This design comes from an exercise in tuning for small area, a short achievable clock period and few clock cycles on the open sky130 flow, not from production work.
In this exercise RTL edits were held to simulation tests only and were not proved equivalent to the original.
Power and IR drop assume default switching activity.

$ cat flow/run.sh
#!/bin/bash
# synth_recipe.tcl (not shown) runs the flow's synth.tcl, then flattens the netlist and writes it again
# the make line also repeats each setting of config.mk as NAME=value (left out here)
make -C /OpenROAD-flow-scripts/flow DESIGN_CONFIG=/design/flow/config.mk WORK_HOME=/design/flow/orfs CLKGATE_MAP_FILE= SYNTH_SCRIPT=/design/flow/synth_recipe.tcl finish
$ cat flow/config.mk
export PLATFORM = sky130hd
export DESIGN_NAME = plait_decoder
export DESIGN_NICKNAME = plait_decoder
export VERILOG_FILES = /design/flow/design.v
export SDC_FILE = /design/flow/constraint.sdc
export NUM_CORES = 4
export LEC_CHECK = 0
export CAP_MARGIN = 20
export CORE_MARGIN = 2
export CORE_UTILIZATION = 40
export SETUP_SLACK_MARGIN = 5
export SLEW_MARGIN = 20
$ cat flow/constraint.sdc
create_clock -name core_clock -period 8.5 [get_ports {clk}]
set_input_delay 1.7000 -clock core_clock [delete_from_list [all_inputs] [get_ports {clk}]]
set_output_delay 1.7000 -clock core_clock [all_outputs]
set_load 0.01 [all_outputs]
$ cat flow/design.v
module plait_decoder (
    input  wire        clk,
    input  wire        rst,
    input  wire        start,
    input  wire [18:0] cfg_comp_length,
    input  wire [6:0]  cfg_line_count,
    input  wire [2:0]  cfg_code_width,
    input  wire [12:0] cfg_line_bytes,
    input  wire [31:0] cfg_block_number,
    output reg         idle,
    input  wire        in_valid,
    input  wire [7:0]  in_data,
    output reg         in_ready,
    output reg         out_valid,
    output reg  [7:0]  out_data,
    output reg         hist_rd_en,
    output reg  [12:0] hist_rd_addr,
    input  wire [7:0]  hist_rd_data,
    output reg         done,
    output wire [15:0] result
);
    localparam [2:0] C_HDR_INV = 3'd0,
                     C_HDR_MIS = 3'd1,
                     C_TOK_INV = 3'd2,
                     C_OVERRUN = 3'd3,
                     C_REF_INV = 3'd4,
                     C_TRUNC   = 3'd5,
                     C_LEN_MIS = 3'd6,
                     C_CRC_MIS = 3'd7;
    localparam [31:0] CRC_RESIDUE = 32'hB798B438;
    localparam [2:0] PH_IDLE = 3'd0,
                     PH_HDR  = 3'd1,
                     PH_HC1  = 3'd2,
                     PH_HC2  = 3'd3,
                     PH_RUN  = 3'd4;
    localparam [3:0] P_IDLE  = 4'd0,
                     P_CTRL  = 4'd1,
                     P_DEC   = 4'd2,
                     P_EXT0  = 4'd3,
                     P_EXT1  = 4'd4,
                     P_ADD   = 4'd5,
                     P_OPCHK = 4'd6,
                     P_OP0   = 4'd7,
                     P_OP1   = 4'd8,
                     P_D     = 4'd9,
                     P_CHK   = 4'd10,
                     P_RDY   = 4'd11,
                     P_WLIT  = 4'd12;
    localparam [1:0] K_DATA = 2'd0,
                     K_END  = 2'd1,
                     K_ERR  = 2'd2;
    localparam [1:0] S_IMM  = 2'd0,
                     S_HIST = 2'd1,
                     S_F1   = 2'd2,
                     S_F2   = 2'd3;
    reg [2:0]  ph;
    reg [18:0] rcl;       
    reg [12:0] rlb;
    reg [6:0]  rlc;
    reg [2:0]  rcw;
    reg [31:0] rbn;
    reg        h_inv, h_mis, h_stored;
    reg        h_rdy;     
    reg [4:0]  hidx;      
    reg        hv;        
    reg [2:0]  mcnt;      
    reg [7:0]  ib;        
    reg [18:0] trem;      
    reg [12:0] tpos;      
    reg        tsat;      
    reg [3:0]  ps;
    reg        p_in;      
    reg        p_rdy;     
    reg [16:0] p_n;
    reg [7:0]  op0, op1;  
    reg        dneg;
    reg        ovr;
    reg [1:0]  p_cls;
    reg [2:0]  p_code;
    reg        e_act;
    reg        e_in;      
    reg        e_crc;     
    reg        e_last;    
    reg [18:0] e_cnt;
    reg [7:0]  e_fill;
    reg        e_f1, e_f2;
    reg        fin;
    reg        s1_v, s1_c;
    reg [1:0]  s1_sel;
    reg [7:0]  s1_imm;
    reg        o_c;
    reg [7:0]  o_prev;
    reg [31:0] crc;
    reg        r_nz;
    reg [2:0]  r_code;
    function [31:0] crc32c_byte;
        input [31:0] c;
        input [7:0]  b;
        integer k;
        reg [31:0] x;
        begin
            x = c ^ {24'd0, b};
            for (k = 0; k < 8; k = k + 1)
                x = x[0] ? ((x >> 1) ^ 32'h82F63B78) : (x >> 1);
            crc32c_byte = x;
        end
    endfunction
    assign result = {5'd0, r_nz, r_nz, r_nz, 3'd0, r_nz, 1'b0, r_code};
    wire [2:0] kind = ib[7:5];
    wire [4:0] len  = ib[4:0];
    wire       k_match = (kind == 3'd3) || (kind == 3'd4) || (kind == 3'd5);
    wire take    = in_valid && in_ready;
    wire e_issue = e_act && (!e_in || in_valid);
    wire        rem_z   = (rcl == 19'd0);
    wire        rem_lt2 = (rcl[18:1] == 18'd0);
    wire        lit_tr  = {2'd0, p_n} > rcl;
    wire [15:0] dd      = {op1, op0};
    wire        ref_bad = dneg || (dd == 16'd0) || (dd > 16'd8192)
                       || (!tsat && ({3'd0, tpos} < dd));
    wire [16:0] near_d  = {4'd0, rlb} - {{9{op0[7]}}, op0};
    wire [17:0] tsum    = {5'd0, tpos} + {1'b0, p_n};
    wire start_ok  = (ph == PH_IDLE) && start && (cfg_comp_length >= 19'd21);
    wire start_bad = (ph == PH_IDLE) && start && (cfg_comp_length < 19'd21);
    wire hc2_inv = h_inv || (h_stored && rcl != trem);
    wire hc2_go  = (ph == PH_HC2) && !hc2_inv && !h_mis;
    wire hc2_sto = hc2_go && h_stored;
    wire hc2_tok = hc2_go && !h_stored;
    wire e_free   = !e_act || (e_last && !e_in);
    wire commit   = p_rdy && ((p_cls == K_DATA) ? e_free : !e_act);
    wire c_data   = commit && (p_cls == K_DATA);
    wire c_end    = commit && (p_cls == K_END);
    wire c_err    = commit && (p_cls == K_ERR);
    wire c_lit    = c_data && (kind == 3'd2);
    wire crc_done = fin && !e_act && !s1_c && !o_c;
    reg [3:0] ps_n;
    reg [1:0] cls_n;
    reg [2:0] code_n;
    always @(*) begin
        ps_n   = ps;
        cls_n  = p_cls;
        code_n = p_code;
        if (hc2_sto) begin
            ps_n  = P_RDY;
            cls_n = K_END;
        end else if (hc2_tok) begin
            ps_n = P_CTRL;
        end else begin
            case (ps)
                P_CTRL: begin
                    if (rem_z) begin
                        cls_n  = K_ERR;
                        code_n = C_TRUNC;
                        ps_n   = P_RDY;
                    end else if (in_valid) begin
                        ps_n = P_DEC;
                    end
                end
                P_DEC: begin
                    if (kind == 3'd7 || (kind == 3'd6 && len != 5'd0)) begin
                        cls_n  = K_ERR;
                        code_n = C_TOK_INV;
                        ps_n   = P_RDY;
                    end else if (kind == 3'd6) begin
                        cls_n  = (trem != 19'd0 || !rem_z) ? K_ERR : K_END;
                        code_n = (trem != 19'd0) ? C_TRUNC : C_LEN_MIS;
                        ps_n   = P_RDY;
                    end else if (len == 5'd31) begin
                        if (rem_lt2) begin
                            cls_n  = K_ERR;
                            code_n = C_TRUNC;
                            ps_n   = P_RDY;
                        end else begin
                            ps_n = P_EXT0;
                        end
                    end else begin
                        ps_n = P_OPCHK;
                    end
                end
                P_EXT0: if (in_valid) ps_n = P_EXT1;
                P_EXT1: if (in_valid) ps_n = P_ADD;
                P_ADD:  ps_n = P_OPCHK;
                P_OPCHK: begin
                    if ((kind == 3'd2 && lit_tr) || (kind == 3'd4 && rem_lt2)
                        || ((kind == 3'd1 || kind == 3'd5) && rem_z)) begin
                        cls_n  = K_ERR;
                        code_n = C_TRUNC;
                        ps_n   = P_RDY;
                    end else if (kind == 3'd1 || kind == 3'd4 || kind == 3'd5) begin
                        ps_n = P_OP0;
                    end else begin
                        ps_n = P_D;
                    end
                end
                P_OP0: if (in_valid) ps_n = (kind == 3'd4) ? P_OP1 : P_D;
                P_OP1: if (in_valid) ps_n = P_D;
                P_D:   ps_n = P_CHK;
                P_CHK: begin
                    ps_n = P_RDY;
                    if (kind == 3'd4 && dd == 16'd0) begin
                        cls_n  = K_ERR;
                        code_n = C_TOK_INV;
                    end else if (ovr) begin
                        cls_n  = K_ERR;
                        code_n = C_OVERRUN;
                    end else if (k_match && ref_bad) begin
                        cls_n  = K_ERR;
                        code_n = C_REF_INV;
                    end else begin
                        cls_n  = K_DATA;
                    end
                end
                P_RDY: begin
                    if (c_lit)
                        ps_n = P_WLIT;
                    else if (c_data)
                        ps_n = P_CTRL;
                    else if (commit)
                        ps_n = P_IDLE;
                end
                P_WLIT: if (e_last && in_valid) ps_n = P_CTRL;
                default: ;
            endcase
        end
    end
    wire p_in_n = (ps_n == P_CTRL) || (ps_n == P_EXT0) || (ps_n == P_EXT1)
               || (ps_n == P_OP0) || (ps_n == P_OP1);
    wire e_load = c_data || c_end || hc2_sto;
    wire e_act_n = e_load || (e_act && !(e_issue && e_last));
    wire e_in_n  = e_load ? (c_end || hc2_sto || kind == 3'd2) : e_in;
    wire h_rdy_n = start_ok || (h_rdy && !(take && hidx == 5'd15));
    always @(posedge clk) begin
        if (rst) begin
            ph         <= PH_IDLE;
            idle       <= 1'b1;
            ps         <= P_IDLE;
            p_in       <= 1'b0;
            p_rdy      <= 1'b0;
            h_rdy      <= 1'b0;
            in_ready   <= 1'b0;
            hv         <= 1'b0;
            mcnt       <= 3'd0;
            e_act      <= 1'b0;
            e_in       <= 1'b0;
            hist_rd_en <= 1'b0;
            fin        <= 1'b0;
            s1_v       <= 1'b0;
            s1_c       <= 1'b0;
            out_valid  <= 1'b0;
            o_c        <= 1'b0;
            done       <= 1'b0;
            r_nz       <= 1'b0;
            r_code     <= 3'd0;
        end else begin
            done <= 1'b0;
            ps       <= (ph == PH_RUN || ph == PH_HC2) ? ps_n : P_IDLE;
            p_in     <= (ph == PH_RUN || ph == PH_HC2) && p_in_n && !c_err && !crc_done;
            p_rdy    <= (ph == PH_RUN || ph == PH_HC2) && (ps_n == P_RDY);
            p_cls    <= cls_n;
            p_code   <= code_n;
            h_rdy    <= h_rdy_n;
            e_act    <= e_act_n;
            e_in     <= e_in_n;
            in_ready <= h_rdy_n || ((ph == PH_RUN || ph == PH_HC2) && p_in_n)
                     || (e_act_n && e_in_n);
            hist_rd_en <= e_act_n && (e_load ? (c_data && kind != 3'd2 && k_match) : hist_rd_en);
            s1_v <= e_issue && !e_crc;
            s1_c <= e_issue && e_crc;
            if (e_issue) begin
                s1_imm <= e_in ? in_data : e_fill;
                s1_sel <= !hist_rd_en ? S_IMM : e_f1 ? S_F1 : e_f2 ? S_F2 : S_HIST;
            end
            out_valid <= s1_v;
            o_c       <= s1_c;
            if (s1_v || s1_c) begin
                o_prev <= out_data;
                case (s1_sel)
                    S_IMM:   out_data <= s1_imm;
                    S_HIST:  out_data <= hist_rd_data;
                    S_F1:    out_data <= out_data;
                    default: out_data <= o_prev;
                endcase
            end
            if (out_valid || o_c)
                crc <= crc32c_byte(crc, out_data);
            if (e_load) begin
                e_cnt        <= hc2_sto ? trem : c_end ? 19'd4 : {2'd0, p_n};
                e_last       <= hc2_sto ? (trem == 19'd1) : c_end ? 1'b0 : (p_n == 17'd1);
                e_crc        <= c_end;
                e_fill       <= (kind == 3'd1) ? op0 : 8'd0;
                hist_rd_addr <= tpos - dd[12:0];
                e_f1         <= (dd == 16'd1);
                e_f2         <= (dd == 16'd2);
            end else if (e_issue) begin
                e_cnt        <= e_cnt - 19'd1;
                e_last       <= (e_cnt == 19'd2);
                hist_rd_addr <= hist_rd_addr + 13'd1;
            end
            if (c_data) begin
                trem <= trem - {2'd0, p_n};
                tpos <= tsum[12:0];
                tsat <= tsat | (tsum[17:13] != 5'd0);
            end
            if (c_end)
                fin <= 1'b1;
            if (take && ph == PH_RUN)
                rcl <= rcl - 19'd1;
            if (ph == PH_IDLE && start) begin
                rcl   <= cfg_comp_length;
                rlc   <= cfg_line_count;
                rcw   <= cfg_code_width;
                rlb   <= cfg_line_bytes;
                rbn   <= cfg_block_number;
                hidx  <= 5'd0;
                hv    <= 1'b0;
                h_inv <= 1'b0;
                h_mis <= 1'b0;
            end
            if (start_bad) begin
                done   <= 1'b1;
                r_nz   <= 1'b1;
                r_code <= C_HDR_MIS;
            end
            if (start_ok) begin
                ph   <= PH_HDR;
                idle <= 1'b0;
            end
            if (ph == PH_HDR) begin
                hv <= take;
                if (take) begin
                    ib   <= in_data;
                    hidx <= hidx + 5'd1;
                end
                if (hv) begin
                    case (hidx)
                        5'd1: h_inv <= h_inv | (ib != 8'hA6);
                        5'd2: h_inv <= h_inv | (ib != 8'hD2);
                        5'd3: h_inv <= h_inv | (ib != 8'h01);
                        5'd4: begin
                            h_inv    <= h_inv | (ib[7:1] != 7'd0);
                            h_stored <= ib[0];
                        end
                        5'd5: begin
                            h_mis     <= h_mis | (ib != rcl[7:0]);
                            rcl[7:0]  <= ib;
                        end
                        5'd6: begin
                            h_mis     <= h_mis | (ib != rcl[15:8]);
                            rcl[15:8] <= ib;
                        end
                        5'd7: begin
                            h_mis      <= h_mis | (ib != {5'd0, rcl[18:16]});
                            h_inv      <= h_inv | (ib[7:3] != 5'd0);
                            rcl[18:16] <= ib[2:0];
                        end
                        5'd8: begin
                            h_mis <= h_mis | (ib != 8'd0);
                            h_inv <= h_inv | (ib != 8'd0);
                        end
                        5'd9: begin
                            h_mis     <= h_mis | (ib != rlb[7:0]);
                            rlb[7:0]  <= ib;
                        end
                        5'd10: begin
                            h_mis     <= h_mis | (ib != {3'd0, rlb[12:8]});
                            h_inv     <= h_inv | (ib[7:5] != 3'd0);
                            rlb[12:8] <= ib[4:0];
                        end
                        5'd11: begin
                            h_mis <= h_mis | (ib != {1'b0, rlc});
                            h_inv <= h_inv | (ib == 8'd0) | (ib > 8'd64);
                            rlc   <= ib[6:0];
                            trem  <= 19'd0;
                            mcnt  <= 3'd7;
                        end
                        5'd12: begin
                            h_mis <= h_mis | (ib != {5'd0, rcw});
                            h_inv <= h_inv | !((ib == 8'd1) || (ib == 8'd2) || (ib == 8'd4));
                            rcw   <= ib[2:0];
                        end
                        5'd13: h_mis <= h_mis | (ib != rbn[7:0]);
                        5'd14: h_mis <= h_mis | (ib != rbn[15:8]);
                        5'd15: h_mis <= h_mis | (ib != rbn[23:16]);
                        default: h_mis <= h_mis | (ib != rbn[31:24]);
                    endcase
                end
                if (hidx[4] && !hv && mcnt == 3'd0)
                    ph <= PH_HC1;
            end
            if (mcnt != 3'd0) begin
                mcnt <= mcnt - 3'd1;
                trem <= {trem[17:0], 1'b0} + (rlc[6] ? {6'd0, rlb} : 19'd0);
                rlc  <= {rlc[5:0], rlc[6]};
            end
            if (ph == PH_HC1) begin
                h_inv <= h_inv | (rcl < 19'd21) | (rcl > 19'd266240) | (rlb == 13'd0)
                       | (rlb > 13'd4096) | (rlb > {rcw, 10'd0});
                rcl   <= rcl - 19'd20;
                ph    <= PH_HC2;
            end
            if (ph == PH_HC2) begin
                crc  <= 32'hFFFFFFFF;
                tpos <= 13'd0;
                tsat <= 1'b0;
                if (hc2_inv || h_mis) begin
                    done   <= 1'b1;
                    r_nz   <= 1'b1;
                    r_code <= hc2_inv ? C_HDR_INV : C_HDR_MIS;
                    ph     <= PH_IDLE;
                    idle   <= 1'b1;
                end else begin
                    ph <= PH_RUN;
                end
            end
            if (ph == PH_RUN) begin
                case (ps)
                    P_CTRL: if (take) ib <= in_data;
                    P_DEC:  p_n <= {12'd0, len} + 17'd1;
                    P_EXT0: if (take) p_n[7:0] <= in_data;
                    P_EXT1: if (take) p_n[16:8] <= {1'b0, in_data};
                    P_ADD:  p_n <= p_n + 17'd32;
                    P_OPCHK: begin
                        ovr <= {2'd0, p_n} > trem;
                        if (kind == 3'd3)
                            {op1, op0} <= {3'd0, rlb};
                    end
                    P_OP0:  if (take) op0 <= in_data;
                    P_OP1:  if (take) op1 <= in_data;
                    P_D: begin
                        dneg <= 1'b0;
                        if (kind == 3'd5)
                            {dneg, op1, op0} <= near_d;
                    end
                    default: ;
                endcase
                if (c_err) begin
                    done   <= 1'b1;
                    r_nz   <= 1'b1;
                    r_code <= p_code;
                    ph     <= PH_IDLE;
                    idle   <= 1'b1;
                end
                if (crc_done) begin
                    fin    <= 1'b0;
                    done   <= 1'b1;
                    r_nz   <= (crc != CRC_RESIDUE);
                    r_code <= (crc != CRC_RESIDUE) ? C_CRC_MIS : 3'd0;
                    ph     <= PH_IDLE;
                    idle   <= 1'b1;
                end
            end
        end
    end
endmodule
==> flow_metrics.env, run 1 <==
export IMPL_post_synth_top_area_fraction=0.3815
export IMPL_vias_per_cell=5.933
export IMPL_numPlacedInstances=2964
export IMPL_timing_hold_violations_final=0
export IMPL_cts_tree="done"
export IMPL_pre_cts_ws_ns=3.533
export IMPL_worstPathMaxFanout=3
export IMPL_post_synth_main_area_contributors="sky130_fd_sc_hd__edfxtp_1, sky130_fd_sc_hd__xnor2_1, sky130_fd_sc_hd__ha_1, sky130_fd_sc_hd__nand2_1, sky130_fd_sc_hd__nor2_1"
export IMPL_cp_data_required_time_ns=8.94
export IMPL_grt_max_degree=82
export IMPL_maximum_buffer_depth_of_the_clock_tree=3
export IMPL_net_count_final=2541
export IMPL_clock_skew_final_ns=0.01606
export IMPL_number_of_buffers_created_by_cts=36
export IMPL_grt_overflow_total=0
export IMPL_ys_flop_type="sky130_fd_sc_hd__edfxtp_1"
export IMPL_timing_final_ws_setup_ns=4.974
export IMPL_vdd_drop_max_mv=0.1273
export IMPL_drive_above_1_share=0.08002
export IMPL_tightestPinTransition_ns=1.152
export IMPL_worst_setup_path_start_kind="primary input"
export IMPL_drt_antenna_violating_nets=0
export IMPL_critical_path_reg2reg_startpoint="rlb[1]$_DFFE_PN_"
export IMPL_fmaxAchievable_mhz=283.6
export IMPL_ff2ff_path_depth=10
export IMPL_outcome="timing/DRC/antenna clean"
export IMPL_synth_seq_cells=293
export IMPL_drv_slew=0
export IMPL_die_x_um=232.4
export IMPL_htree_levels=2
export IMPL_die_span_in_y_um=232.4
export IMPL_worst_setup_path_type="primary input to flop"
export IMPL_drt_pass1_iterations=6
export IMPL_ys_types=88
export IMPL_worstHoldPathCells=1
export IMPL_synthToLayoutAreaGrowth_pct=16.42
export IMPL_cap_viol_max_count=0
export IMPL_timing_critical_path_arrival_ns=3.97
export IMPL_routability_congestion_estimate=0.9474
export IMPL_reg2reg_to="trem[14]$_DFFE_PN_"
export IMPL_clkTransAtPathRegs_ns=0.06
export IMPL_total_of_endpoints_with_negative_setup_slack_in_the_final_report=0
export IMPL_final_setup_tns_ns=0
export IMPL_placementRows=83
export IMPL_final_cells=3043
export IMPL_clock_latency_ns=0.56
export IMPL_synth_edf_count=265
export IMPL_routed_wire_length_per_instance_um=23.24
export IMPL_holdBufCountCts=0
export IMPL_multi_input_comb_area_sq_um=11670
export IMPL_layout_min_cycle_time_ns=3.526
export IMPL_highest_cell_delay_on_the_worst_timing_path_ns=0.53
export IMPL_crit_chain="clkdlybuf4s50_1, nor4_1, nand4_1, o21ai_1, a21oi_1, a31oi_1, a21oi_1, a311o_1"
export IMPL_clockRootBuffer="sky130_fd_sc_hd__clkbuf_16"
export IMPL_relSlewSlack=0.2296
export IMPL_total_leakage_power_nw=8.689
export IMPL_syn_mean_instance_area_sq_um=9.291
export IMPL_critPathMostFrequentCell="sky130_fd_sc_hd__a21oi_1"
export IMPL_die_area_sq_um=53990
export IMPL_rsz_0062_raised_after_global_routing="true"
export IMPL_detailroute_via_count=18050
export IMPL_syn_inst=2245
export IMPL_wirelength_um=70710
export IMPL_critical_path_endpoint_type="flop"
export IMPL_route_detailed_drc=0
export IMPL_via_count_of_the_first_global_routing_pass=17490
export IMPL_holdCritStartpoint="e_crc$_DFFE_PP_"
export IMPL_antenna_found_initial=3
export IMPL_track_usage=0.2572
export IMPL_hpwl_um=51310
export IMPL_worst_hold_path_endpoint="s1_v$_SDFF_PP0_"
export IMPL_clk_sinks=293
export IMPL_synthesis_area_sq_um=20860
export IMPL_worst_r2r_setup_slack_ns=5.08
export IMPL_postSynth_asyncResetShare=0
export IMPL_synth_yosys_warnings=1
export IMPL_core_area_sq_um=51410
export IMPL_cpMaxStageDelayCell="sky130_fd_sc_hd__o21ai_1"
export IMPL_nFillCells=4904
export IMPL_fin_crit_sh=0.4149
export IMPL_floorplan_io_pins=136
export IMPL_port_buffers=126
export IMPL_holdCritPathClass="flop to flop"
export IMPL_timing_hold_ws_ns=0.4452
export IMPL_netlist_top_cell_by_area="sky130_fd_sc_hd__edfxtp_1"
export IMPL_yosysSeqAreaShare=0.4084
export IMPL_ff_latch_area_sq_um=8518
export IMPL_floorplan_initialDensity=0.4057
export IMPL_layout_cells_most_common="sky130_fd_sc_hd__edfxtp_1"
export IMPL_most_common_layout_cells="sky130_fd_sc_hd__edfxtp_1, sky130_fd_sc_hd__nand2_1, sky130_fd_sc_hd__nor2_1"
export IMPL_power_density_nw_per_um2=216.1
export IMPL_grt_first_pass_wirelength_um=105700
export IMPL_drt_iter0_drc=1601
cell families after synthesis:
family	Yosys count	synth area share
AND/OR/NAND/NOR	798	0.1887
flip-flops	293	0.4084
adder cells (fa/ha/maj)	112	0.06899
buffers and inverters	223	0.04259
XOR/XNOR	231	0.1019
multiplexers	43	0.02154
AO/OA/AOI/OAI	544	0.1677
other	1	0.0001798
where the power goes:
part	internal, W	total, W	switching (W)
Clock	0.000977	0.00163	0.000657
Sequential	0.00176	0.00205	0.000290
Combinational	0.000681	0.00157	0.000885
how the worst max path moves through the flow:
stage                         from             endpoint  slack [ns]  cells after the start
6_report       cfg_comp_length[14]  in_ready$_SDFF_PP0_        4.97                      8
5_1_grt         cfg_comp_length[4]  in_ready$_SDFF_PP0_        4.90                      8
4_1_cts           rcl[3]$_DFFE_PN_  in_ready$_SDFF_PP0_        4.91                     10
3_5_place_dp                   rst    p_n[16]$_DFFE_PP_        3.53                      5
3_3_place_gp                   rst    p_n[16]$_DFFE_PP_        3.64                      5
2_1_floorplan                  rst    p_n[10]$_DFFE_PP_        5.05                      4
cells in the mapped netlist, types with 6 or more instances:
cell and n:
sky130_fd_sc_hd__edfxtp_1 265, sky130_fd_sc_hd__nand2_1 231, sky130_fd_sc_hd__nor2_1 194, sky130_fd_sc_hd__xnor2_1 157, sky130_fd_sc_hd__o21ai_0 140, sky130_fd_sc_hd__a21oi_1 125, sky130_fd_sc_hd__clkbuf_1 107, sky130_fd_sc_hd__ha_1 107
sky130_fd_sc_hd__inv_1 95, sky130_fd_sc_hd__nor3_1 67, sky130_fd_sc_hd__xor2_1 65, sky130_fd_sc_hd__nand3_1 60, sky130_fd_sc_hd__a211oi_1 59, sky130_fd_sc_hd__a22oi_1 37, sky130_fd_sc_hd__nor4_1 32, sky130_fd_sc_hd__nand4_1 31
sky130_fd_sc_hd__dfxtp_1 28, sky130_fd_sc_hd__mux2i_1 28, sky130_fd_sc_hd__and3_1 25, sky130_fd_sc_hd__nand2b_1 25, sky130_fd_sc_hd__nor2b_1 23, sky130_fd_sc_hd__and2_1 21, sky130_fd_sc_hd__a31oi_1 18, sky130_fd_sc_hd__o21a_1 18
sky130_fd_sc_hd__a21o_1 17, sky130_fd_sc_hd__o22ai_1 16, sky130_fd_sc_hd__mux2_2 15, sky130_fd_sc_hd__o31ai_1 15, sky130_fd_sc_hd__buf_4 13, sky130_fd_sc_hd__or2_2 13, sky130_fd_sc_hd__or3_1 12, sky130_fd_sc_hd__a22o_1 9
sky130_fd_sc_hd__nor3b_1 9, sky130_fd_sc_hd__o211ai_1 9, sky130_fd_sc_hd__nor4b_1 8, sky130_fd_sc_hd__nor4bb_1 8, sky130_fd_sc_hd__a21boi_0 7, sky130_fd_sc_hd__o21bai_1 7, sky130_fd_sc_hd__nand3b_1 6, sky130_fd_sc_hd__nand4b_1 6
sky130_fd_sc_hd__or4_1 6
cell type report:
type | instances | area share
Multi-Input combinational cell | 1738 | 0.4807
Sequential cell | 293 | 0.3508
Timing Repair Buffer | 170 | 0.06693
Clock buffer | 43 | 0.03859
Tap cell | 680 | 0.03504
Inverter | 96 | 0.01592
Clock inverter | 22 | 0.01195
Antenna cell | 1 | 0.0001031
sequential cells by signal, indices dropped and copies added, names as in the netlist, 3 cells and up:
register / flops
r_code: 3
out_data: 8
p_n: 17
e_cnt: 19
rbn: 32
tpos: 13
rcw: 3
op1: 8
ph: 3
s1_imm: 8
hist_rd_addr: 13
op0: 8
e_fill: 8
mcnt: 3
rlc: 7
rlb: 13
ib: 8
hidx: 5
o_prev: 8
trem: 19
ps: 4
crc: 32
p_code: 3
rcl: 19
metrics by stage:
step / cell area (sq um) / total power (W) / util
after global placement: 22770 / 0.003527 / 0.4429
final: 24280 / 0.005247 / 0.4724
after floorplan: 20900 / 0.003064 / -
after global routing: 24280 / 0.005488 / 0.4723
after CTS: 24160 / 0.005209 / 0.4700
after detailed placement: 22770 / 0.003563 / 0.4429
layer usage:
layer / share of wire / track usage
met2: 0.46 / 0.4163
met1: 0.41 / 0.3327
met4: 0.051 / 0.1198
met3: 0.085 / 0.04691
met5: 0.00018 / 0
critical path, delay by kind of cell:
kind / cells / cell delay (ns)
buf+inv: 1 / 0.44
simple gates: 2 / 0.48
compound gates: 5 / 1.34
repair_timing:
item | CTS | global route
gates resized for setup | 24 | 17
setup buffers | 4 | 8
gates cloned | 1 | 0
pin swaps | 2 | 0
endpoints found under the setup margin | 163 | 107
Testbench counts, summed over its fixed seeds: cycles 892,583.
==> run 2, diff against run 1 <==
--- a/flow/design.v
+++ b/flow/design.v
@@ -32,7 +32,8 @@
                      PH_HDR  = 3'd1,
                      PH_HC1  = 3'd2,
                      PH_HC2  = 3'd3,
-                     PH_RUN  = 3'd4;
+                     PH_RUN  = 3'd4,
+                     PH_PRE  = 3'd5;
     localparam [3:0] P_IDLE  = 4'd0,
                      P_CTRL  = 4'd1,
                      P_DEC   = 4'd2,
@@ -45,7 +46,9 @@
                      P_D     = 4'd9,
                      P_CHK   = 4'd10,
                      P_RDY   = 4'd11,
-                     P_WLIT  = 4'd12;
+                     P_WLIT  = 4'd12,
+                     P_CMP   = 4'd13,
+                     P_SEL   = 4'd14;
     localparam [1:0] K_DATA = 2'd0,
                      K_END  = 2'd1,
                      K_ERR  = 2'd2;
@@ -74,7 +77,10 @@
     reg [16:0] p_n;
     reg [7:0]  op0, op1;  
     reg        dneg;
-    reg        ovr;
+    reg        ovr;       
+    reg        ltr;       
+    reg        rbad;      
+    reg        bz;        
     reg [1:0]  p_cls;
     reg [2:0]  p_code;
     reg        e_act;
@@ -113,14 +119,13 @@
     wire e_issue = e_act && (!e_in || in_valid);
     wire        rem_z   = (rcl == 19'd0);
     wire        rem_lt2 = (rcl[18:1] == 18'd0);
-    wire        lit_tr  = {2'd0, p_n} > rcl;
     wire [15:0] dd      = {op1, op0};
     wire        ref_bad = dneg || (dd == 16'd0) || (dd > 16'd8192)
                        || (!tsat && ({3'd0, tpos} < dd));
     wire [16:0] near_d  = {4'd0, rlb} - {{9{op0[7]}}, op0};
     wire [17:0] tsum    = {5'd0, tpos} + {1'b0, p_n};
-    wire start_ok  = (ph == PH_IDLE) && start && (cfg_comp_length >= 19'd21);
-    wire start_bad = (ph == PH_IDLE) && start && (cfg_comp_length < 19'd21);
+    wire start_ok  = (ph == PH_PRE) && (rcl >= 19'd21);
+    wire start_bad = (ph == PH_PRE) && (rcl < 19'd21);
     wire hc2_inv = h_inv || (h_stored && rcl != trem);
     wire hc2_go  = (ph == PH_HC2) && !hc2_inv && !h_mis;
     wire hc2_sto = hc2_go && h_stored;
@@ -178,9 +183,10 @@
                 end
                 P_EXT0: if (in_valid) ps_n = P_EXT1;
                 P_EXT1: if (in_valid) ps_n = P_ADD;
-                P_ADD:  ps_n = P_OPCHK;
+                P_ADD:  ps_n = P_CMP;
+                P_CMP:  ps_n = P_OPCHK;
                 P_OPCHK: begin
-                    if ((kind == 3'd2 && lit_tr) || (kind == 3'd4 && rem_lt2)
+                    if ((kind == 3'd2 && ltr) || (kind == 3'd4 && rem_lt2)
                         || ((kind == 3'd1 || kind == 3'd5) && rem_z)) begin
                         cls_n  = K_ERR;
                         code_n = C_TRUNC;
@@ -194,15 +200,16 @@
                 P_OP0: if (in_valid) ps_n = (kind == 3'd4) ? P_OP1 : P_D;
                 P_OP1: if (in_valid) ps_n = P_D;
                 P_D:   ps_n = P_CHK;
-                P_CHK: begin
+                P_CHK:  ps_n = P_SEL;
+                P_SEL: begin
                     ps_n = P_RDY;
-                    if (kind == 3'd4 && dd == 16'd0) begin
+                    if (bz) begin
                         cls_n  = K_ERR;
                         code_n = C_TOK_INV;
                     end else if (ovr) begin
                         cls_n  = K_ERR;
                         code_n = C_OVERRUN;
-                    end else if (k_match && ref_bad) begin
+                    end else if (rbad) begin
                         cls_n  = K_ERR;
                         code_n = C_REF_INV;
                     end else begin
@@ -305,6 +312,8 @@
             if (take && ph == PH_RUN)
                 rcl <= rcl - 19'd1;
             if (ph == PH_IDLE && start) begin
+                ph    <= PH_PRE;
+                idle  <= 1'b0;
                 rcl   <= cfg_comp_length;
                 rlc   <= cfg_line_count;
                 rcw   <= cfg_code_width;
@@ -319,11 +328,11 @@
                 done   <= 1'b1;
                 r_nz   <= 1'b1;
                 r_code <= C_HDR_MIS;
+                ph     <= PH_IDLE;
+                idle   <= 1'b1;
             end
-            if (start_ok) begin
-                ph   <= PH_HDR;
-                idle <= 1'b0;
-            end
+            if (start_ok)
+                ph <= PH_HDR;
             if (ph == PH_HDR) begin
                 hv <= take;
                 if (take) begin
@@ -414,15 +423,26 @@
             if (ph == PH_RUN) begin
                 case (ps)
                     P_CTRL: if (take) ib <= in_data;
-                    P_DEC:  p_n <= {12'd0, len} + 17'd1;
+                    P_DEC: begin
+                        p_n <= {12'd0, len} + 17'd1;
+                        ltr <= (rcl[18:5] == 14'd0) && ({1'b0, len} >= rcl[5:0]);
+                        ovr <= (trem[18:5] == 14'd0) && ({1'b0, len} >= trem[5:0]);
+                    end
                     P_EXT0: if (take) p_n[7:0] <= in_data;
                     P_EXT1: if (take) p_n[16:8] <= {1'b0, in_data};
                     P_ADD:  p_n <= p_n + 17'd32;
-                    P_OPCHK: begin
+                    P_CMP: begin
+                        ltr <= {2'd0, p_n} > rcl;
                         ovr <= {2'd0, p_n} > trem;
+                    end
+                    P_OPCHK: begin
                         if (kind == 3'd3)
                             {op1, op0} <= {3'd0, rlb};
                     end
+                    P_CHK: begin
+                        bz   <= (kind == 3'd4) && (dd == 16'd0);
+                        rbad <= k_match && ref_bad;
+                    end
                     P_OP0:  if (take) op0 <= in_data;
                     P_OP1:  if (take) op1 <= in_data;
                     P_D: begin
==> flow/flow/run.sh (new file) <==
#!/bin/bash
set -euo pipefail
bash standard.sh synth > synth.log 2>&1
bash standard.sh SETUP_SLACK_MARGIN=5.5 finish > layout.log 2>&1
==> flow/standard.sh (new file) <==
#!/bin/bash
# synth_recipe.tcl (not shown) runs the flow's synth.tcl, then flattens the netlist and writes it again
# the make line also repeats each setting of config.mk as NAME=value (left out here)
make -C /OpenROAD-flow-scripts/flow DESIGN_CONFIG=/design/flow/config.mk WORK_HOME=/design/flow/orfs CLKGATE_MAP_FILE= SYNTH_SCRIPT=/design/flow/synth_recipe.tcl "${@:-finish}"
--- a/flow/config.mk
+++ b/flow/config.mk
@@ -8,5 +8,4 @@
 export CAP_MARGIN = 20
 export CORE_MARGIN = 2
 export CORE_UTILIZATION = 40
-export SETUP_SLACK_MARGIN = 5
 export SLEW_MARGIN = 20
removed: flow/run.sh
==> run 2 against run 1 <==
Against the previous run: sequential share of layout area is 2.2 points lower; synthesized cell count up 1.5%; still clean; cell count up 5.4%; routed wire length rose by 5.8%; final area rose by 8.0%; global-route usage up 0.28 points; critical endpoint is now rcl[16]$_DFFE_PN_; clock power about the same.
==> flow_metrics.env, run 2 <==
export IMPL_outcome="timing/DRC/antenna clean"
export IMPL_synthesis_area_sq_um=21280
export IMPL_layout_min_cycle_time_ns=3.034
export IMPL_timing_hold_violations_final=0
export IMPL_rsz_0062_raised_after_global_routing="true"
export IMPL_worstHoldPathCells=1
export IMPL_relSlewSlack=0.2566
export IMPL_net_count_final=2709
export IMPL_most_common_layout_cells="sky130_fd_sc_hd__edfxtp_1, sky130_fd_sc_hd__nand2_1, sky130_fd_sc_hd__nor2_1"
export IMPL_drt_iter0_drc=2041
export IMPL_drt_pass1_iterations=6
export IMPL_grt_max_degree=45
export IMPL_syn_mean_instance_area_sq_um=9.342
export IMPL_tightestPinTransition_ns=1.115
export IMPL_synth_seq_cells=296
export IMPL_grt_first_pass_wirelength_um=110800
export IMPL_layout_cells_most_common="sky130_fd_sc_hd__edfxtp_1"
export IMPL_synth_yosys_warnings=1
export IMPL_fin_crit_sh=0.3569
export IMPL_ff2ff_path_depth=11
export IMPL_worstPathMaxFanout=5
export IMPL_cts_tree="done"
export IMPL_post_synth_top_area_fraction=0.3782
export IMPL_clock_skew_final_ns=0.02371
export IMPL_htree_levels=2
export IMPL_routed_wire_length_per_instance_um=23.34
export IMPL_reg_top3="crc x32, rbn x32"
export IMPL_ff_latch_area_sq_um=8618
export IMPL_wirelength_um=74840
export IMPL_synthMostInstantiatedCell="sky130_fd_sc_hd__edfxtp_1"
export IMPL_multi_input_comb_area_sq_um=12450
export IMPL_timing_final_ws_setup_ns=5.466
export IMPL_clock_latency_ns=0.57
export IMPL_placed_cell_area_sq_um=23290
export IMPL_via_count_of_the_first_global_routing_pass=18000
export IMPL_timing_critical_path_arrival_ns=3.33
export IMPL_core_area_sq_um=52550
export IMPL_die_area_sq_um=55060
export IMPL_nFillCells=4884
export IMPL_ys_types=82
export IMPL_yosysSeqAreaShare=0.4045
export IMPL_critical_path_reg2reg_startpoint="rlc[6]$_DFFE_PN_"
export IMPL_syn_inst=2278
export IMPL_cp_data_required_time_ns=8.80
export IMPL_postSynth_asyncResetShare=0
export IMPL_synthToLayoutAreaGrowth_pct=23.28
export IMPL_vias_per_cell=5.902
export IMPL_detailroute_via_count=18920
export IMPL_route_detailed_drc=0
export IMPL_antenna_found_initial=0
export IMPL_total_of_endpoints_with_negative_setup_slack_in_the_final_report=0
export IMPL_worst_setup_path_type="primary input to flop"
export IMPL_clockRootBuffer="sky130_fd_sc_hd__clkbuf_16"
export IMPL_routability_congestion_estimate=0.9669
export IMPL_total_leakage_power_nw=9.741
export IMPL_worst_setup_path_start_kind="primary input"
export IMPL_stdcell_area_sq_um=26230
export IMPL_drv_slew=0
export IMPL_number_of_buffers_created_by_cts=37
export IMPL_floorplan_io_pins=136
export IMPL_cap_viol_max_count=0
export IMPL_holdCritStartpoint="e_crc$_DFFE_PP_"
export IMPL_clk_sinks=296
export IMPL_diodes=0
export IMPL_post_synth_most_frequent_cells="sky130_fd_sc_hd__edfxtp_1, sky130_fd_sc_hd__nand2_1, sky130_fd_sc_hd__nor2_1, sky130_fd_sc_hd__xnor2_1, sky130_fd_sc_hd__a21oi_1"
export IMPL_vdd_drop_max_mv=0.1498
export IMPL_netlist_top_cell_by_area="sky130_fd_sc_hd__edfxtp_1"
export IMPL_hpwl_um=53010
export IMPL_worst_hold_path_endpoint="s1_v$_SDFF_PP0_"
export IMPL_die_span_in_y_um=234.7
export IMPL_die_x_um=234.7
export IMPL_drt_antenna_violating_nets=0
export IMPL_floorplan_initialDensity=0.4050
export IMPL_grt_overflow_total=0
export IMPL_ys_flop_type="sky130_fd_sc_hd__edfxtp_1"
export IMPL_synth_edf_count=268
export IMPL_power_density_nw_per_um2=211.7
export IMPL_final_setup_tns_ns=0
export IMPL_reg2reg_to="trem[18]$_DFFE_PN_"
export IMPL_post_synth_main_area_contributors="sky130_fd_sc_hd__edfxtp_1, sky130_fd_sc_hd__ha_1, sky130_fd_sc_hd__xnor2_1, sky130_fd_sc_hd__nand2_1, sky130_fd_sc_hd__nor2_1"
export IMPL_fmaxAchievable_mhz=329.6
export IMPL_critical_path_endpoint_type="flop"
export IMPL_port_buffers=126
export IMPL_track_usage=0.2600
export IMPL_holdCritPathClass="flop to flop"
export IMPL_pre_cts_ws_ns=3.973
export IMPL_clkTransAtPathRegs_ns=0.06
export IMPL_placementRows=84
export IMPL_maximum_buffer_depth_of_the_clock_tree=3
export IMPL_worst_r2r_setup_slack_ns=5.50
export IMPL_drive_above_1_share=0.1537
==> run 2: worst max path at each step <==
stage	start	end	slack [ns]	cells after the start
2_1_floorplan	rst	p_n[10]$_DFFE_PP_	4.96	4
6_report	in_valid	rcl[16]$_DFFE_PN_	5.47	10
5_1_grt	in_valid	rcl[14]$_DFFE_PN_	5.35	10
3_3_place_gp	rst	h_stored$_DFFE_PP_	4.02	5
3_5_place_dp	rst	h_stored$_DFFE_PP_	3.97	5
4_1_cts	rst	h_stored$_DFFE_PP_	5.43	5
==> run 2: routing by layer <==
metal,track usage,vias up,part of all wire
met4,0.1264,0,0.047
met3,0.03442,197,0.070
met5,0,-,0
met2,0.4177,845,0.46
li1,-,8765,-
met1,0.3460,9116,0.42
==> run 2: logic make-up after synthesis <==
kind of cell,after synthesis,share of synthesized area
other cells,1,0.0001762
simple gates,800,0.1831
xor+xnor,231,0.1062
flops,296,0.4045
fa+ha+maj,125,0.07526
mux,31,0.01540
compound gates,568,0.1713
buf+inv,226,0.04398
==> run 2: layout make-up <==
cell class | count | share of cell area
Clock buffer | 47 | 0.04025
Clock inverter | 20 | 0.006725
Inverter | 98 | 0.01455
Multi-Input combinational cell | 1768 | 0.4745
Sequential cell | 296 | 0.3285
Tap cell | 688 | 0.03281
Timing Repair Buffer | 287 | 0.1021
Timing Repair inverter | 2 | 0.0005723
==> run 2: stage by stage <==
stage	total power, W	util	hold slack [ns]	std cells
6_report	0.005555	0.4992	0.4432	3206
3_3_place_gp	0.003596	0.4431	0.4208	3003
2_1_floorplan	0.003147	-	0.4020	2286
4_1_cts	0.005343	0.4812	0.4395	3128
5_1_grt	0.005806	0.4992	0.4578	3206
3_5_place_dp	0.003634	0.4431	0.4217	3003
==> run 2: timing repair <==
item / in CTS / in global routing
setup buffers: 51 / 75
endpoints found under the setup margin: 347 / 154
cloned: 7 / 3
pin swaps: 25 / 44
hold buffers: 0 / 0
resized for setup: 108 / 73
==> run 2: report_power, final <==
| part | switching, W | internal (W) |
|---|---|---|
| combinational | 0.00105 | 0.000857 |
| sequential | 0.000261 | 0.00178 |
| clock | 0.000666 | 0.000945 |
| total | 0.00197 | 0.00358 |
==> run 2: worst max-delay path, stage by stage <==
cell                       delay, ns
sky130_fd_sc_hd__buf_6          0.07
sky130_fd_sc_hd__buf_8          0.12
sky130_fd_sc_hd__nand2_8        0.07
sky130_fd_sc_hd__nand4b_1       0.26
sky130_fd_sc_hd__nor4_4         0.39
sky130_fd_sc_hd__nand3_1        0.14
sky130_fd_sc_hd__xnor2_1        0.21
sky130_fd_sc_hd__a211oi_2       0.09
sky130_fd_sc_hd__a211oi_1       0.21
sky130_fd_sc_hd__a21oi_1        0.06
Testbench counts of run 2, summed over its fixed seeds: cycles 893,690.
==> run 3, diff against run 2 <==
--- a/flow/design.v
+++ b/flow/design.v
@@ -61,13 +61,15 @@
     reg [12:0] rlb;
     reg [6:0]  rlc;
     reg [2:0]  rcw;
-    reg [31:0] rbn;
+    reg [31:0] crb;       
     reg        h_inv, h_mis, h_stored;
     reg        h_rdy;     
     reg [4:0]  hidx;      
-    reg        hv;        
     reg [2:0]  mcnt;      
     reg [7:0]  ib;        
+    reg        acc;       
+    reg        f0_v;
+    reg [7:0]  f0_d;
     reg [18:0] trem;      
     reg [12:0] tpos;      
     reg        tsat;      
@@ -96,7 +98,6 @@
     reg [7:0]  s1_imm;
     reg        o_c;
     reg [7:0]  o_prev;
-    reg [31:0] crc;
     reg        r_nz;
     reg [2:0]  r_code;
     function [31:0] crc32c_byte;
@@ -115,8 +116,10 @@
     wire [2:0] kind = ib[7:5];
     wire [4:0] len  = ib[4:0];
     wire       k_match = (kind == 3'd3) || (kind == 3'd4) || (kind == 3'd5);
-    wire take    = in_valid && in_ready;
-    wire e_issue = e_act && (!e_in || in_valid);
+    wire push    = in_valid && in_ready;
+    wire e_issue = e_act && (!e_in || f0_v);
+    wire h_pop   = (ph == PH_HDR) && h_rdy && f0_v;
+    wire pop     = f0_v && (h_rdy || p_in || (e_act && e_in));
     wire        rem_z   = (rcl == 19'd0);
     wire        rem_lt2 = (rcl[18:1] == 18'd0);
     wire [15:0] dd      = {op1, op0};
@@ -156,7 +159,7 @@
                         cls_n  = K_ERR;
                         code_n = C_TRUNC;
                         ps_n   = P_RDY;
-                    end else if (in_valid) begin
+                    end else if (f0_v) begin
                         ps_n = P_DEC;
                     end
                 end
@@ -181,8 +184,8 @@
                         ps_n = P_OPCHK;
                     end
                 end
-                P_EXT0: if (in_valid) ps_n = P_EXT1;
-                P_EXT1: if (in_valid) ps_n = P_ADD;
+                P_EXT0: if (f0_v) ps_n = P_EXT1;
+                P_EXT1: if (f0_v) ps_n = P_ADD;
                 P_ADD:  ps_n = P_CMP;
                 P_CMP:  ps_n = P_OPCHK;
                 P_OPCHK: begin
@@ -197,8 +200,8 @@
                         ps_n = P_D;
                     end
                 end
-                P_OP0: if (in_valid) ps_n = (kind == 3'd4) ? P_OP1 : P_D;
-                P_OP1: if (in_valid) ps_n = P_D;
+                P_OP0: if (f0_v) ps_n = (kind == 3'd4) ? P_OP1 : P_D;
+                P_OP1: if (f0_v) ps_n = P_D;
                 P_D:   ps_n = P_CHK;
                 P_CHK:  ps_n = P_SEL;
                 P_SEL: begin
@@ -224,7 +227,7 @@
                     else if (commit)
                         ps_n = P_IDLE;
                 end
-                P_WLIT: if (e_last && in_valid) ps_n = P_CTRL;
+                P_WLIT: if (e_last && f0_v) ps_n = P_CTRL;
                 default: ;
             endcase
         end
@@ -234,7 +237,13 @@
     wire e_load = c_data || c_end || hc2_sto;
     wire e_act_n = e_load || (e_act && !(e_issue && e_last));
     wire e_in_n  = e_load ? (c_end || hc2_sto || kind == 3'd2) : e_in;
-    wire h_rdy_n = start_ok || (h_rdy && !(take && hidx == 5'd15));
+    wire h_rdy_n = start_ok || (h_rdy && !(h_pop && hidx == 5'd15));
+    wire fail_hdr = (ph == PH_HC2) && (hc2_inv || h_mis);
+    wire ending   = start_bad || fail_hdr || (ph == PH_RUN && (c_err || crc_done));
+    wire acc_n    = start_ok || (acc && !ending);
+    wire f0_v_n   = !ending && (pop ? push : (f0_v || push));
+    wire p_in_r_n = (ph == PH_RUN || ph == PH_HC2) && p_in_n && !c_err && !crc_done;
+    wire wants_n  = h_rdy_n || p_in_r_n || (e_act_n && e_in_n);
     always @(posedge clk) begin
         if (rst) begin
             ph         <= PH_IDLE;
@@ -244,7 +253,8 @@
             p_rdy      <= 1'b0;
             h_rdy      <= 1'b0;
             in_ready   <= 1'b0;
-            hv         <= 1'b0;
+            acc        <= 1'b0;
+            f0_v       <= 1'b0;
             mcnt       <= 3'd0;
             e_act      <= 1'b0;
             e_in       <= 1'b0;
@@ -260,20 +270,23 @@
         end else begin
             done <= 1'b0;
             ps       <= (ph == PH_RUN || ph == PH_HC2) ? ps_n : P_IDLE;
-            p_in     <= (ph == PH_RUN || ph == PH_HC2) && p_in_n && !c_err && !crc_done;
+            p_in     <= p_in_r_n;
             p_rdy    <= (ph == PH_RUN || ph == PH_HC2) && (ps_n == P_RDY);
             p_cls    <= cls_n;
             p_code   <= code_n;
             h_rdy    <= h_rdy_n;
             e_act    <= e_act_n;
             e_in     <= e_in_n;
-            in_ready <= h_rdy_n || ((ph == PH_RUN || ph == PH_HC2) && p_in_n)
-                     || (e_act_n && e_in_n);
+            acc      <= acc_n;
+            in_ready <= acc_n && (!f0_v_n || wants_n);
+            f0_v <= f0_v_n;
+            if (!f0_v || pop)
+                f0_d <= in_data;
             hist_rd_en <= e_act_n && (e_load ? (c_data && kind != 3'd2 && k_match) : hist_rd_en);
             s1_v <= e_issue && !e_crc;
             s1_c <= e_issue && e_crc;
             if (e_issue) begin
-                s1_imm <= e_in ? in_data : e_fill;
+                s1_imm <= e_in ? f0_d : e_fill;
                 s1_sel <= !hist_rd_en ? S_IMM : e_f1 ? S_F1 : e_f2 ? S_F2 : S_HIST;
             end
             out_valid <= s1_v;
@@ -288,7 +301,7 @@
                 endcase
             end
             if (out_valid || o_c)
-                crc <= crc32c_byte(crc, out_data);
+                crb <= crc32c_byte(crb, out_data);
             if (e_load) begin
                 e_cnt        <= hc2_sto ? trem : c_end ? 19'd4 : {2'd0, p_n};
                 e_last       <= hc2_sto ? (trem == 19'd1) : c_end ? 1'b0 : (p_n == 17'd1);
@@ -309,7 +322,7 @@
             end
             if (c_end)
                 fin <= 1'b1;
-            if (take && ph == PH_RUN)
+            if (pop && ph == PH_RUN)
                 rcl <= rcl - 19'd1;
             if (ph == PH_IDLE && start) begin
                 ph    <= PH_PRE;
@@ -318,9 +331,8 @@
                 rlc   <= cfg_line_count;
                 rcw   <= cfg_code_width;
                 rlb   <= cfg_line_bytes;
-                rbn   <= cfg_block_number;
+                crb   <= cfg_block_number;
                 hidx  <= 5'd0;
-                hv    <= 1'b0;
                 h_inv <= 1'b0;
                 h_mis <= 1'b0;
             end
@@ -334,65 +346,61 @@
             if (start_ok)
                 ph <= PH_HDR;
             if (ph == PH_HDR) begin
-                hv <= take;
-                if (take) begin
-                    ib   <= in_data;
+                if (h_pop) begin
                     hidx <= hidx + 5'd1;
-                end
-                if (hv) begin
                     case (hidx)
-                        5'd1: h_inv <= h_inv | (ib != 8'hA6);
-                        5'd2: h_inv <= h_inv | (ib != 8'hD2);
-                        5'd3: h_inv <= h_inv | (ib != 8'h01);
+                        5'd0: h_inv <= h_inv | (f0_d != 8'hA6);
+                        5'd1: h_inv <= h_inv | (f0_d != 8'hD2);
+                        5'd2: h_inv <= h_inv | (f0_d != 8'h01);
+                        5'd3: begin
+                            h_inv    <= h_inv | (f0_d[7:1] != 7'd0);
+                            h_stored <= f0_d[0];
+                        end
                         5'd4: begin
-                            h_inv    <= h_inv | (ib[7:1] != 7'd0);
-                            h_stored <= ib[0];
+                            h_mis     <= h_mis | (f0_d != rcl[7:0]);
+                            rcl[7:0]  <= f0_d;
                         end
                         5'd5: begin
-                            h_mis     <= h_mis | (ib != rcl[7:0]);
-                            rcl[7:0]  <= ib;
+                            h_mis     <= h_mis | (f0_d != rcl[15:8]);
+                            rcl[15:8] <= f0_d;
                         end
                         5'd6: begin
-                            h_mis     <= h_mis | (ib != rcl[15:8]);
-                            rcl[15:8] <= ib;
+                            h_mis      <= h_mis | (f0_d != {5'd0, rcl[18:16]});
+                            h_inv      <= h_inv | (f0_d[7:3] != 5'd0);
+                            rcl[18:16] <= f0_d[2:0];
                         end
                         5'd7: begin
-                            h_mis      <= h_mis | (ib != {5'd0, rcl[18:16]});
-                            h_inv      <= h_inv | (ib[7:3] != 5'd0);
-                            rcl[18:16] <= ib[2:0];
+                            h_mis <= h_mis | (f0_d != 8'd0);
+                            h_inv <= h_inv | (f0_d != 8'd0);
                         end
                         5'd8: begin
-                            h_mis <= h_mis | (ib != 8'd0);
-                            h_inv <= h_inv | (ib != 8'd0);
+                            h_mis     <= h_mis | (f0_d != rlb[7:0]);
+                            rlb[7:0]  <= f0_d;
                         end
                         5'd9: begin
-                            h_mis     <= h_mis | (ib != rlb[7:0]);
-                            rlb[7:0]  <= ib;
+                            h_mis     <= h_mis | (f0_d != {3'd0, rlb[12:8]});
+                            h_inv     <= h_inv | (f0_d[7:5] != 3'd0);
+                            rlb[12:8] <= f0_d[4:0];
                         end
                         5'd10: begin
-                            h_mis     <= h_mis | (ib != {3'd0, rlb[12:8]});
-                            h_inv     <= h_inv | (ib[7:5] != 3'd0);
-                            rlb[12:8] <= ib[4:0];
-                        end
-                        5'd11: begin
-                            h_mis <= h_mis | (ib != {1'b0, rlc});
-                            h_inv <= h_inv | (ib == 8'd0) | (ib > 8'd64);
-                            rlc   <= ib[6:0];
+                            h_mis <= h_mis | (f0_d != {1'b0, rlc});
+                            h_inv <= h_inv | (f0_d == 8'd0) | (f0_d > 8'd64);
+                            rlc   <= f0_d[6:0];
                             trem  <= 19'd0;
                             mcnt  <= 3'd7;
                         end
-                        5'd12: begin
-                            h_mis <= h_mis | (ib != {5'd0, rcw});
-                            h_inv <= h_inv | !((ib == 8'd1) || (ib == 8'd2) || (ib == 8'd4));
-                            rcw   <= ib[2:0];
+                        5'd11: begin
+                            h_mis <= h_mis | (f0_d != {5'd0, rcw});
+                            h_inv <= h_inv | !((f0_d == 8'd1) || (f0_d == 8'd2) || (f0_d == 8'd4));
+                            rcw   <= f0_d[2:0];
                         end
-                        5'd13: h_mis <= h_mis | (ib != rbn[7:0]);
-                        5'd14: h_mis <= h_mis | (ib != rbn[15:8]);
-                        5'd15: h_mis <= h_mis | (ib != rbn[23:16]);
-                        default: h_mis <= h_mis | (ib != rbn[31:24]);
+                        5'd12: h_mis <= h_mis | (f0_d != crb[7:0]);
+                        5'd13: h_mis <= h_mis | (f0_d != crb[15:8]);
+                        5'd14: h_mis <= h_mis | (f0_d != crb[23:16]);
+                        default: h_mis <= h_mis | (f0_d != crb[31:24]);
                     endcase
                 end
-                if (hidx[4] && !hv && mcnt == 3'd0)
+                if (!h_rdy && mcnt == 3'd0)
                     ph <= PH_HC1;
             end
             if (mcnt != 3'd0) begin
@@ -407,7 +415,7 @@
                 ph    <= PH_HC2;
             end
             if (ph == PH_HC2) begin
-                crc  <= 32'hFFFFFFFF;
+                crb  <= 32'hFFFFFFFF;
                 tpos <= 13'd0;
                 tsat <= 1'b0;
                 if (hc2_inv || h_mis) begin
@@ -422,14 +430,14 @@
             end
             if (ph == PH_RUN) begin
                 case (ps)
-                    P_CTRL: if (take) ib <= in_data;
+                    P_CTRL: if (pop) ib <= f0_d;
                     P_DEC: begin
                         p_n <= {12'd0, len} + 17'd1;
                         ltr <= (rcl[18:5] == 14'd0) && ({1'b0, len} >= rcl[5:0]);
                         ovr <= (trem[18:5] == 14'd0) && ({1'b0, len} >= trem[5:0]);
                     end
-                    P_EXT0: if (take) p_n[7:0] <= in_data;
-                    P_EXT1: if (take) p_n[16:8] <= {1'b0, in_data};
+                    P_EXT0: if (pop) p_n[7:0] <= f0_d;
+                    P_EXT1: if (pop) p_n[16:8] <= {1'b0, f0_d};
                     P_ADD:  p_n <= p_n + 17'd32;
                     P_CMP: begin
                         ltr <= {2'd0, p_n} > rcl;
@@ -443,8 +451,8 @@
                         bz   <= (kind == 3'd4) && (dd == 16'd0);
                         rbad <= k_match && ref_bad;
                     end
-                    P_OP0:  if (take) op0 <= in_data;
-                    P_OP1:  if (take) op1 <= in_data;
+                    P_OP0:  if (pop) op0 <= f0_d;
+                    P_OP1:  if (pop) op1 <= f0_d;
                     P_D: begin
                         dneg <= 1'b0;
                         if (kind == 3'd5)
@@ -462,8 +470,8 @@
                 if (crc_done) begin
                     fin    <= 1'b0;
                     done   <= 1'b1;
-                    r_nz   <= (crc != CRC_RESIDUE);
-                    r_code <= (crc != CRC_RESIDUE) ? C_CRC_MIS : 3'd0;
+                    r_nz   <= (crb != CRC_RESIDUE);
+                    r_code <= (crb != CRC_RESIDUE) ? C_CRC_MIS : 3'd0;
                     ph     <= PH_IDLE;
                     idle   <= 1'b1;
                 end
--- a/flow/config.mk
+++ b/flow/config.mk
@@ -7,5 +7,5 @@
 export LEC_CHECK = 0
 export CAP_MARGIN = 20
 export CORE_MARGIN = 2
-export CORE_UTILIZATION = 40
+export CORE_UTILIZATION = 50
 export SLEW_MARGIN = 20
==> run 3 against run 2 <==
Against the previous run: still clean; routed wire length rose by 1.4%; worst hold slack got worse by 0.021 ns; critical path depth grew 3; clock skew is 0.0031 ns higher; non-clock buffer count up 1; global-route usage grew 8.2 points; sequential cell count decreased by 22; critical endpoint is now trem[18]$_DFFE_PN_.
==> flow_metrics.env, run 3 <==
export IMPL_outcome="timing/DRC/antenna clean"
export IMPL_detailroute_via_count=19140
export IMPL_die_x_um=207.2
export IMPL_via_count_of_the_first_global_routing_pass=17840
export IMPL_synth_compound_gate_area_share=0.1752
export IMPL_hpwl_um=53950
export IMPL_placementRows=74
export IMPL_layout_min_cycle_time_ns=3.026
export IMPL_final_setup_tns_ns=0
export IMPL_internal_power_w=0.004224
export IMPL_routability_congestion_estimate=1.008
export IMPL_syn_mean_instance_area_sq_um=8.988
export IMPL_synth_top_family_by_area="simple AND/OR/NAND/NOR gates"
export IMPL_grt_max_degree=85
export IMPL_largest_register_ff_count=32
export IMPL_cp_num_buf_inv=2
export IMPL_seqPwrFrac=0.311
export IMPL_synthMostInstantiatedCell="sky130_fd_sc_hd__nand2_1"
export IMPL_net_count_final=2711
export IMPL_synthesis_area_sq_um=20650
export IMPL_yosysSeqAreaShare=0.3838
export IMPL_clk_sinks=274
export IMPL_synth_seq_cells=274
export IMPL_grt_first_pass_wirelength_um=111800
export IMPL_clock_skew_final_ns=0.02686
export IMPL_post_synth_main_area_contributors="sky130_fd_sc_hd__edfxtp_1, sky130_fd_sc_hd__ha_1, sky130_fd_sc_hd__xnor2_1, sky130_fd_sc_hd__nand2_1, sky130_fd_sc_hd__nor2_1"
export IMPL_synthToLayoutAreaGrowth_pct=22.14
export IMPL_cts_tree="done"
export IMPL_critical_path_reg2reg_startpoint="trem[0]$_DFFE_PN_"
export IMPL_final_cells=3049
export IMPL_clockRootBuffer="sky130_fd_sc_hd__clkbuf_16"
export IMPL_drt_pass1_iterations=6
export IMPL_largest_register="crb"
export IMPL_total_of_endpoints_with_negative_setup_slack_in_the_final_report=0
export IMPL_routed_wire_length_per_instance_um=24.90
export IMPL_maximum_buffer_depth_of_the_clock_tree=3
export IMPL_relSlewSlack=0.2461
export IMPL_drt_iter0_drc=2188
export IMPL_reg2reg_to="trem[18]$_DFFE_PN_"
export IMPL_number_of_buffers_created_by_cts=35
export IMPL_most_common_layout_cells="sky130_fd_sc_hd__nand2_1, sky130_fd_sc_hd__edfxtp_1, sky130_fd_sc_hd__nor2_1"
export IMPL_port_buffers=126
export IMPL_ys_flop_type="sky130_fd_sc_hd__edfxtp_1"
export IMPL_layout_cells_most_common="sky130_fd_sc_hd__nand2_1"
export IMPL_route_detailed_drc=0
export IMPL_synth_yosys_warnings=1
export IMPL_cap_viol_max_count=0
export IMPL_critPathMostFrequentCell="sky130_fd_sc_hd__inv_2"
export IMPL_post_synth_fa_ha_maj_area_fraction=0.07633
export IMPL_switching_share=0.3869
export IMPL_holdBufCountCts=0
export IMPL_power_density_nw_per_um2=273.1
export IMPL_timing_critical_path_arrival_ns=3.29
export IMPL_cp_data_required_time_ns=8.76
export IMPL_ys_types=91
export IMPL_fmaxAchievable_mhz=330.5
export IMPL_track_usage=0.3424
export IMPL_yosys_area_share_simple=0.1951
export IMPL_p_comb_frac=0.471
export IMPL_ff2ff_path_depth=13
export IMPL_numPlacedInstances=2859
export IMPL_clock_latency_ns=0.55
export IMPL_core_area_sq_um=40830
export IMPL_critical_path_endpoint_type="flop"
export IMPL_postSynth_asyncResetShare=0
export IMPL_worstHoldPathCells=1
export IMPL_critPathLaunch="trem[0]$_DFFE_PN_"
export IMPL_drt_antenna_violating_nets=0
export IMPL_cpMaxStageDelayCell="sky130_fd_sc_hd__edfxtp_1"
export IMPL_netlist_top_cell_by_area="sky130_fd_sc_hd__edfxtp_1"
export IMPL_holdCritStartpoint="e_crc$_DFFE_PP_"
export IMPL_highest_cell_delay_on_the_worst_timing_path_ns=0.43
export IMPL_worst_setup_path_type="flop to flop"
export IMPL_holdCritPathClass="flop to flop"
export IMPL_post_synth_most_frequent_cells="sky130_fd_sc_hd__nand2_1, sky130_fd_sc_hd__edfxtp_1, sky130_fd_sc_hd__nor2_1, sky130_fd_sc_hd__xnor2_1, sky130_fd_sc_hd__o21ai_0"
export IMPL_timing_hold_violations_final=0
export IMPL_drive_above_1_share=0.1498
export IMPL_floorplan_io_pins=136
export IMPL_power_switching_w=0.002666
export IMPL_post_synth_top_area_fraction=0.3548
export IMPL_path_delay_family="compound AO/OA/AOI/OAI gates"
export IMPL_synth_xor_xnor_area_share=0.1083
export IMPL_clkTransAtPathRegs_ns=0.06
export IMPL_tightestPinTransition_ns=1.121
export IMPL_floorplan_initialDensity=0.5058
export IMPL_wirelength_um=75920
export IMPL_worst_hold_path_endpoint="s1_v$_SDFF_PP0_"
export IMPL_diodes=0
export IMPL_die_span_in_y_um=207.2
export IMPL_vias_per_cell=6.277
export IMPL_die_area_sq_um=42950
export IMPL_fin_crit_sh=0.3560
export IMPL_antenna_found_initial=1
export IMPL_worstPathMaxFanout=3
export IMPL_post_synth_mux_area_share=0.01357
export IMPL_worst_setup_path_start_kind="flop"
export IMPL_worst_r2r_setup_slack_ns=5.47
export IMPL_total_leakage_power_nw=9.489
export IMPL_rsz_0062_raised_after_global_routing="true"
export IMPL_htree_levels=2
export IMPL_power_frac_clock=0.218
export IMPL_crit_chain="inv_2, ha_4, inv_2, fa_2, a211oi_4, o21bai_2, and4_1, o21ai_2, a21o_1, a21oi_4, a2111oi_4, xnor2_2, o22ai_1"
export IMPL_vdd_drop_max_mv=0.3472
export IMPL_synth_edf_count=244
export IMPL_drv_slew=0
export IMPL_syn_inst=2298
export IMPL_grt_overflow_total=0
==> run 3: worst max path at each step <==
stage / endpoint / cells after the start
floorplan: e_cnt[0]$_DFFE_PP_ / 4
global placement: p_n[14]$_DFFE_PP_ / 6
detailed placement: p_n[15]$_DFFE_PP_ / 6
CTS: trem[18]$_DFFE_PN_ / 13
global route: trem[18]$_DFFE_PN_ / 13
finish: trem[18]$_DFFE_PN_ / 13
==> run 3: area by class of cell <==
| class | instances | area (sq um) |
|---|---|---|
| Clock buffer | 42 | 902.1 |
| Multi-Input combinational cell | 1795 | 12450 |
| Tap cell | 532 | 665.6 |
| Fill cell | 3591 | 15610 |
| Clock inverter | 18 | 217.7 |
| Timing Repair Buffer | 288 | 2659 |
| Sequential cell | 274 | 7945 |
| Inverter | 100 | 386.6 |
==> run 3: repair_timing <==
item                                    CTS  global route
resized for setup                       107            79
pin swaps                                23            35
hold endpoints to repair                  0             0
endpoints found under the setup margin  385           165
setup buffers                            71            53
gates cloned                              6             0
==> run 3: logic make-up (layout without fill, tap and decap cells) <==
| family | after synthesis | count (layout) |
|---|---|---|
| compound gates | 561 | 563 |
| xor+xnor | 237 | 237 |
| fa+ha+maj | 123 | 123 |
| buf+inv | 239 | 448 |
| flops | 274 | 274 |
| mux | 27 | 27 |
| other cells | 1 | 9 |
| simple gates | 836 | 836 |
==> run 3: power groups by stage <==
stage | logic [W] | clock network, W | registers (W)
floorplan | 0.00232 | 0 | 0.00196
global placement | 0.00276 | 0 | 0.00218
detailed placement | 0.00278 | 0 | 0.00219
CTS | 0.00299 | 0.00151 | 0.00213
global route | 0.00351 | 0.00157 | 0.00215
finish | 0.00324 | 0.00150 | 0.00215
==> run 3: through the flow <==
stage            util  setup slack, ns  hold slack (ns)  power, W  cell area, sq um
6_report       0.6178            5.474           0.4218  0.006890             25230
4_1_cts        0.6009            5.476           0.4234  0.006640             24540
3_5_place_dp   0.5494            3.935           0.4129  0.004972             22430
3_3_place_gp   0.5493            3.949           0.4131  0.004943             22430
5_1_grt        0.6178            5.383           0.4352  0.007228             25230
2_1_floorplan       -            4.842           0.3957  0.004277             20910
==> run 3: layer usage <==
layer	wire, um	track usage	vias up	share of wire
met4	3668	0.1426	0	0.048
met3	6533	0.05492	209	0.086
met2	33930	0.5364	998	0.45
met1	31780	0.4727	9190	0.42
li1	-	-	8743	-
met5	0	0	-	0
Testbench counts of run 3, summed over its fixed seeds: cycles 893,690.

==> afterwards: timing with drivers on the ports <==
The flow's constraints put no driver on any port. The routed layouts listed below were extracted and timed again, unchanged, in two steps.
Step 1: set_driving_cell puts a clkbuf_16 on clk and a buf_2 on each other input, an assumption about the parent block.
Step 2 also shifts input and output timing later by t, the mid clock arrival at the registers, as if the neighbouring blocks saw the same clock.
Slacks: ideal ports / drivers / drivers and shift; pairs: ideal ports / drivers.
run | shift t [ns] | slack for setup (ns) | latest minus earliest clock arrival (ns) | worst slew at a driven data input, ns
run 1 | 0.607 | 4.974 / 5.006 / 4.399 | 0.017 / 0.017 | 0.04
run 2 | 0.619 | 5.466 / 5.465 / 4.846 | 0.026 / 0.025 | 0.06
run 3 | 0.591 | 5.474 / 5.469 / 5.081 | 0.027 / 0.027 | 0.05
After both steps setup and hold are still met in every run listed. The setup slack of run 2, which loses most, moves by -0.001 ns with the drivers and by -0.620 ns with both steps.
